This design comes from an exercise in tuning for small area, a short achievable clock period and few clock cycles on the open sky130 flow, not from production work.

run 1:
==> flow/design.v (excerpt) <==
module cv_unit (
    input  wire        clk,
    input  wire        rst,       
    input  wire        we,
    input  wire [2:0]  waddr,
    input  wire [63:0] wdata,
    input  wire [2:0]  raddr,
    output reg  [63:0] rdata,
    output wire        busy
);
    localparam A_CFG    = 3'd0;
    localparam A_POLY   = 3'd1;
    localparam A_INIT   = 3'd2;
    localparam A_VALUE  = 3'd3;
    localparam A_DATA   = 3'd4;
    localparam A_CMD    = 3'd5;
    localparam A_RESULT = 3'd6;
    reg  [5:0]  sh;                     
    wire [6:0]  width = 7'd64 - {1'b0, sh};
    reg         refin, refout, invert;
    reg  [63:0] poly, init, value;
    reg  [3:0]  nbytes;
    reg  [63:0] dbuf;
    reg  [3:0]  pend;
    reg  [31:1] q;
    reg         qbad;                   
    wire        qok = !qbad;
    wire [63:0] mask = {64{1'b1}} >> sh;
    reg  [63:0] vrev, prev;
    integer j;
    always @* begin
        for (j = 0; j < 64; j = j + 1) begin
            vrev[j] = value[63 - j];
            prev[j] = poly[63 - j];
        end
    end
    wire [63:0] vref = vrev >> sh;    
    wire [63:0] pref = prev >> sh;    
    reg  [31:0] qn;
    integer a, u, kk;
    always @* begin
        qn = 32'd1;
        for (kk = 1; kk < 32; kk = kk * 2)
            for (a = kk; a < 2 * kk; a = a + 1) begin
                qn[a] = pref[a - 1];
                for (u = 2; u <= a; u = u + 2)
                    qn[a] = qn[a] ^ (qn[u / 2] & ((u == a) ? 1'b1 : pref[a - u - 1]));
            end
    end
    function [2:0] t_cm2(input [1:0] a, input [1:0] b);
  ...
Size in the first run: roughly 140 I/O pins, roughly 63000 um^2 of cells after synthesis.
==> flow/config.mk <==
export PLATFORM = sky130hd
export DESIGN_NAME = cv_unit
export DESIGN_NICKNAME = cv_unit
export VERILOG_FILES = /design/flow/design.v
export SDC_FILE = /design/flow/constraint.sdc
export NUM_CORES = 4
export LEC_CHECK = 0
export CAP_MARGIN = 20
export CORE_MARGIN = 2
export CORE_UTILIZATION = 30
export PLACE_DENSITY = 0.45
export SLEW_MARGIN = 20
export TNS_END_PERCENT = 100
==> flow/constraint.sdc <==
create_clock -name core_clock -period 16.0 [get_ports {clk}]
set_input_delay 3.2000 -clock core_clock [delete_from_list [all_inputs] [get_ports {clk}]]
set_output_delay 3.2000 -clock core_clock [all_outputs]
set_load 0.01 [all_outputs]
standard.sh (not shown) runs the stock make flow with config.mk's settings and CLKGATE_MAP_FILE= SYNTH_SCRIPT=/design/flow/synth_recipe.tcl, a recipe that flattens the netlist after the stock synthesis.
==> flow/flow/run.sh <==
#!/bin/bash
set -euo pipefail
bash standard.sh SETUP_SLACK_MARGIN=7 MATCH_CELL_FOOTPRINT=0 finish > make_finish.log 2>&1
Run 1 went all the way through the flow, and no timing, DRC or antenna check failed.
Relative to run 1, the following input files were edited for run 2:
diff --git a/flow/design.v b/flow/design.v
--- a/flow/design.v
+++ b/flow/design.v
@@ -186,31 +186,30 @@
     function [15:0] p_lh16(input [15:0] a, input [15:0] b);
         integer i;
         begin
             p_lh16 = 16'd0;
             for (i = 0; i < 16; i = i + 1)
                 p_lh16 = p_lh16 ^ ({16{a[i]}} & (b << i));
         end
     endfunction
     function [62:0] p_cm32(input [31:0] a, input [31:0] b);
-        integer i;
+        reg [30:0] lo, hi, mid;
         begin
-            p_cm32 = 63'd0;
-            for (i = 0; i < 32; i = i + 1)
-                p_cm32 = p_cm32 ^ ({63{a[i]}} & ({31'd0, b} << i));
+            lo  = p_cm16(a[15:0], b[15:0]);
+            hi  = p_cm16(a[31:16], b[31:16]);
+            mid = p_cm16(a[15:0] ^ a[31:16], b[15:0] ^ b[31:16]) ^ lo ^ hi;
+            p_cm32 = {32'd0, lo} ^ ({32'd0, mid} << 16) ^ ({32'd0, hi} << 32);
         end
     endfunction
     function [31:0] p_lh32(input [31:0] a, input [31:0] b);
-        integer i;
         begin
-            p_lh32 = 32'd0;
-            for (i = 0; i < 32; i = i + 1)
-                p_lh32 = p_lh32 ^ ({32{a[i]}} & (b << i));
+            p_lh32 = {1'b0, p_cm16(a[15:0], b[15:0])} ^
+                   ({p_lh16(a[15:0], b[31:16]) ^ p_lh16(a[31:16], b[15:0]), 16'd0});
         end
     endfunction
     wire        from_buf = (pend != 4'd0);
     wire [3:0]  cnt   = from_buf ? pend : nbytes;
     wire [2:0]  nch   = (cnt > 4'd4) ? 3'd4 : cnt[2:0];    
     reg  [63:0] wfeed;
     integer f;
     always @*
         for (f = 0; f < 64; f = f + 1)
@@ -234,72 +233,81 @@
     always @* begin
         case (nch)
             3'd1:    vsh = value << 8;
             3'd2:    vsh = value << 16;
             3'd3:    vsh = value << 24;
             default: vsh = value << 32;
         endcase
         prod = {1'b0, p_cm32(tr, poly[31:0])} ^ {p_lh32(tr, poly[63:32]), 32'd0};
     end
-    wire [63:0] vnew = (vsh ^ prod) & mask;
+    wire        vfold = !rst && qok && (from_buf || (we && waddr == A_DATA));
+    reg  [63:0] vother;
+    always @* begin
+        vother = value;
+        if (rst)
+            vother = 64'd0;
+        else if (!from_buf && we) begin
+            if (waddr == A_VALUE)
+                vother = wdata;
+            else if (waddr == A_CMD && wdata[31])
+                vother = init;
+        end
+    end
+    wire [63:0] vkeep = mask & {64{vfold}};
+    always @(posedge clk)
+        value <= ((vsh ^ prod) & vkeep) | (vother & ~{64{vfold}});
     wire [63:0] result = (refout ? vref : (value & mask)) ^ (invert ? mask : 64'd0);
     always @(posedge clk) begin
         if (rst) begin
             sh     <= 6'd32;
             refin  <= 1'b0;
             refout <= 1'b0;
             invert <= 1'b0;
             poly   <= 64'd0;
             init   <= 64'd0;
-            value  <= 64'd0;
             nbytes <= 4'd8;
             pend   <= 4'd0;
             qbad   <= 1'b1;
         end else begin
             if (qbad) begin
                 q    <= qn[31:1];
                 qbad <= 1'b0;
             end
             if (pend != 4'd0) begin
                 if (qok) begin
-                    value       <= vnew;
                     dbuf[31:0]  <= dbuf[63:32];
                     pend        <= (pend > 4'd4) ? pend - 4'd4 : 4'd0;
                 end
             end else if (we) begin
                 case (waddr)
                     A_CFG: begin
                         invert <= wdata[13];
                         refout <= wdata[12];
                         refin  <= wdata[11];
                         if (wdata[6:0] >= 7'd8 && wdata[6:0] <= 7'd64)
                             sh <= 6'd0 - wdata[5:0];
                         qbad <= 1'b1;
                     end
                     A_POLY: begin
                         poly <= wdata;
                         qbad <= 1'b1;
                     end
                     A_INIT:  init  <= wdata;
-                    A_VALUE: value <= wdata;
                     A_DATA: begin
                         if (qok) begin
-                            value      <= vnew;
                             dbuf[31:0] <= wfeed[63:32];
                             pend       <= (nbytes > 4'd4) ? nbytes - 4'd4 : 4'd0;
                         end else begin
                             dbuf <= wfeed;
                             pend <= nbytes;
                         end
                     end
                     A_CMD: begin
-                        if (wdata[31])
-                            value <= init;
                         if (wdata[3:0] >= 4'd1 && wdata[3:0] <= 4'd8)
                             nbytes <= wdata[3:0];
                     end
                     default: ;
                 endcase
             end
         end
     end
     assign busy = (pend != 4'd0);
==> run summary <==
Where final critical delay including setup and external delays is concerned, run 1 is outperformed by run 2.
Min area enclosed by the die boundary across run 2 and run 1: run 2
Taking run 2 as 1.0, run 1 lands at 1.11 on routed wire length.
Run 1 → run 2: critical path depth lower, I/O pin count roughly the same.
Run 1 vs run 2, startpoint-to-endpoint class of the critical path: register to output port vs input port to output port
Compared with run 1, run 2 shows a final cell count without fillers that is 8.9% lower.
Going from run 1 to run 2, the combined global-route utilization of all metal layers was found to have gone down by 0.28 points.
No functional check of the RTL was part of any run of this note.

static timing again, ports no longer ideal:
No port has a modelled driver above. Below, the same layouts with a new extraction and two added sets of constraints. Step 1, drivers: a clkbuf_16 drives clk and a buf_2 each remaining input, both assumed. Step 2 adds t to the input delays and takes it off the output delays; t is the mean of the earliest and latest rising clock arrival at the registers after step 1. Input paths then give back, and output paths get back, about the clock's delay inside the block. Slacks: no drivers / after step 1 / after step 2; pairs: no drivers / after step 1.
| run | t (ns) | setup WS [ns] | worst slew at a driven data input, ns |
|---|---|---|---|
| run 1 | 0.741 | 6.743 / 6.650 / 6.308 | 0.06 |
| run 2 | 0.728 | 6.865 / 6.831 / 6.251 | 0.12 |
After both steps every run listed still meets setup and hold. For run 2, which loses most, drivers alone change the setup slack by -0.034 ns; drivers and shift together by -0.614 ns.
